Source: an optimization exercise on an open RTL-to-GDS flow (aim: small area, a short achievable clock period and few clock cycles). Production flows keep margins and buffers that such runs may drop. Only simulation tests tie the RTL to the original design; equivalence was not proved.

Design dsl_cmac, start of the top module:
module dsl_cmac (
    input  wire         clk,
    input  wire         rst_n,         
    input  wire         key_load,
    input  wire [127:0] key,
    input  wire         in_valid,
    output wire         in_ready,
    input  wire [31:0]  in_data,
    input  wire         in_last,
    input  wire [1:0]   in_nbytes,     
    output reg          tag_valid,
    output wire [127:0] tag
);
Size: ~5900 cells after synthesis, roughly 55000 µm² of cells after synthesis.
clock: 10.0 ns
lec_check: 0
cap_margin: 20
core_margin: 2
core_utilization: 40
cts_buf_list: sky130_fd_sc_hd__clkbuf_8 sky130_fd_sc_hd__clkbuf_16
cts_cluster_diameter: 100
cts_cluster_size: 20
place_density: 0.55
setup_slack_margin: 3.25
slew_margin: 20
synth_hierarchical: 1
synth_minimum_keep_size: 0
standard.sh (not shown) runs the stock make flow with config.mk's settings and CLKGATE_MAP_FILE= SYNTH_SCRIPT=/design/flow/synth_recipe.tcl, a recipe that flattens the netlist after the stock synthesis.
==> flow/flow/run.sh <==
#!/bin/bash
set -eu -o pipefail
bash standard.sh synth > synth.log 2>&1
bash standard.sh "BUFFER_PORTS_ARGS=-buffer_cell sky130_fd_sc_hd__buf_1" finish > layout.log 2>&1
The first run passed the timing, design-rule and antenna checks.
Testbench counts at the start, summed over its fixed seeds: cycles 77,494.
==> next run, changes <==
--- a/flow/design.v
+++ b/flow/design.v
@@ -47,36 +47,14 @@
     cm_xor2 g_M17 (.a(M5), .b(T24), .y(M17));
     cm_xnor2 g_M18 (.a(M8), .b(M7), .y(M18));
     cm_xor2 g_M19 (.a(M10), .b(M15), .y(M19));
     cm_xor2 g_M20 (.a(M16), .b(M13), .y(M20));
     cm_xor2 g_M21 (.a(M17), .b(M15), .y(M21));
     cm_xor2 g_M22 (.a(M18), .b(M13), .y(M22));
     cm_xor2 g_M23 (.a(M19), .b(T25), .y(M23));
-    cm_xnor2 g_M24 (.a(M22), .b(M23), .y(M24));
-    cm_nand2 g_M25 (.a(M22), .b(M20), .y(M25));
-    cm_xor2 g_M26 (.a(M21), .b(M25), .y(M26));
-    cm_xnor2 g_M27 (.a(M20), .b(M21), .y(M27));
-    cm_xor2 g_M28 (.a(M23), .b(M25), .y(M28));
-    cm_nor2 g_M29 (.a(M28), .b(M27), .y(M29));
-    cm_nor2 g_M30 (.a(M26), .b(M24), .y(M30));
-    cm_nand2 g_M31 (.a(M20), .b(M23), .y(M31));
-    cm_nor2 g_M32 (.a(M27), .b(M31), .y(M32));
-    cm_xor2 g_M33 (.a(M27), .b(M25), .y(M33));
-    cm_nand2 g_M34 (.a(M21), .b(M22), .y(M34));
-    cm_nor2 g_M35 (.a(M24), .b(M34), .y(M35));
-    cm_xor2 g_M36 (.a(M24), .b(M25), .y(M36));
-    cm_xor2 g_M37 (.a(M21), .b(M29), .y(M37));
-    cm_xor2 g_M38 (.a(M32), .b(M33), .y(M38));
-    cm_xor2 g_M39 (.a(M23), .b(M30), .y(M39));
-    cm_xor2 g_M40 (.a(M35), .b(M36), .y(M40));
-    cm_xor2 g_M41 (.a(M38), .b(M40), .y(M41));
-    cm_xor2 g_M42 (.a(M37), .b(M39), .y(M42));
-    cm_xor2 g_M43 (.a(M37), .b(M38), .y(M43));
-    cm_xor2 g_M44 (.a(M39), .b(M40), .y(M44));
-    cm_xor2 g_M45 (.a(M42), .b(M41), .y(M45));
     cm_nand2 g_M46 (.a(M44), .b(T6), .y(M46));
     cm_nand2 g_M47 (.a(M40), .b(T8), .y(M47));
     cm_nand2 g_M48 (.a(M39), .b(U7), .y(M48));
     cm_nand2 g_M49 (.a(M43), .b(T16), .y(M49));
     cm_nand2 g_M50 (.a(M38), .b(T9), .y(M50));
     cm_nand2 g_M51 (.a(M37), .b(T17), .y(M51));
     cm_nand2 g_M52 (.a(M42), .b(T15), .y(M52));
@@ -125,14 +103,42 @@
     cm_xnor2 g_S1 (.a(L16), .b(L26), .y(y[6]));
     cm_xnor2 g_S2 (.a(L19), .b(L28), .y(y[5]));
     cm_xor2 g_S3 (.a(L6), .b(L21), .y(y[4]));
     cm_xor2 g_S4 (.a(L20), .b(L22), .y(y[3]));
     cm_xor2 g_S5 (.a(L25), .b(L29), .y(y[2]));
     cm_xnor2 g_S6 (.a(L13), .b(L27), .y(y[1]));
     cm_xnor2 g_S7 (.a(L6), .b(L23), .y(y[0]));
+    aes_gf16_inv u_inv (.d({M20, M21, M22, M23}), .e({M37, M38, M39, M40, M41, M42, M43, M44, M45}));
+endmodule
+module aes_gf16_inv (input wire [3:0] d, output wire [8:0] e);
+    wire [3:0] v = d ^ 4'b0000;
+    wire M20 = v[3], M21 = v[2], M22 = v[1], M23 = v[0];
+    wire M24 = M22 ^ M23;
+    wire M25 = M22 & M20;
+    wire M26 = M21 ^ M25;
+    wire M27 = M20 ^ M21;
+    wire M28 = M23 ^ M25;
+    wire M29 = M28 & M27;
+    wire M30 = M26 & M24;
+    wire M31 = M20 & M23;
+    wire M32 = M27 & M31;
+    wire M33 = M27 ^ M25;
+    wire M34 = M21 & M22;
+    wire M35 = M24 & M34;
+    wire M36 = M24 ^ M25;
+    wire M37 = M21 ^ M29;
+    wire M38 = M32 ^ M33;
+    wire M39 = M23 ^ M30;
+    wire M40 = M35 ^ M36;
+    wire M41 = M38 ^ M40;
+    wire M42 = M37 ^ M39;
+    wire M43 = M37 ^ M38;
+    wire M44 = M39 ^ M40;
+    wire M45 = M42 ^ M41;
+    assign e = {M37, M38, M39, M40, M41, M42, M43, M44, M45} ^ 9'b000000000;
 endmodule
 module cm_xor2 (input wire a, input wire b, output wire y);
     assign y = a ^ b;
 endmodule
 module cm_xnor2 (input wire a, input wire b, output wire y);
     assign y = ~(a ^ b);
 endmodule
First-iteration DRC count is higher by 20%. Setup slack improved by 0.034 ns. Cell count is higher by 3.7%. Design area is about the same. Wire length is higher by 2.6%. Via count is higher by 6.0%. Critical path depth is lower by 3. Global-route usage is lower by 0.69 points. Worst hold slack got worse by 0.0069 ns. Maximum frequency is higher by 0.52%. Register-to-register slack improved by 0.03 ns.
Testbench counts after the change, summed over its fixed seeds: cycles 77,494.

## what the ideal ports hide
No port has a modelled driver above. Below, the same layouts with a new extraction and two added sets of constraints.
Step 1: set_driving_cell puts a clkbuf_16 on clk and a buf_2 on each other input, an assumption about the parent block.
Step 2 adds t to the input delays and takes it off the output delays; t is the mean of the earliest and latest rising clock arrival at the registers after step 1. Input paths then give back, and output paths get back, about the clock's delay inside the block.
Slacks: ideal ports / drivers / drivers and shift; pairs: ideal ports / drivers.
run | t (ns) | setup WS [ns] | hold WS [ns] | worst data-port slew with drivers (ns) | pins driven straight from the clock port
the first run | 0.744 | 3.505 / 3.505 / 3.505 | 0.450 / 0.450 / 0.450 | 0.05 | 1
the second run | 0.720 | 3.539 / 3.539 / 3.539 | 0.443 / 0.443 / 0.443 | 0.05 | 1
After both steps every run listed still meets setup and hold.
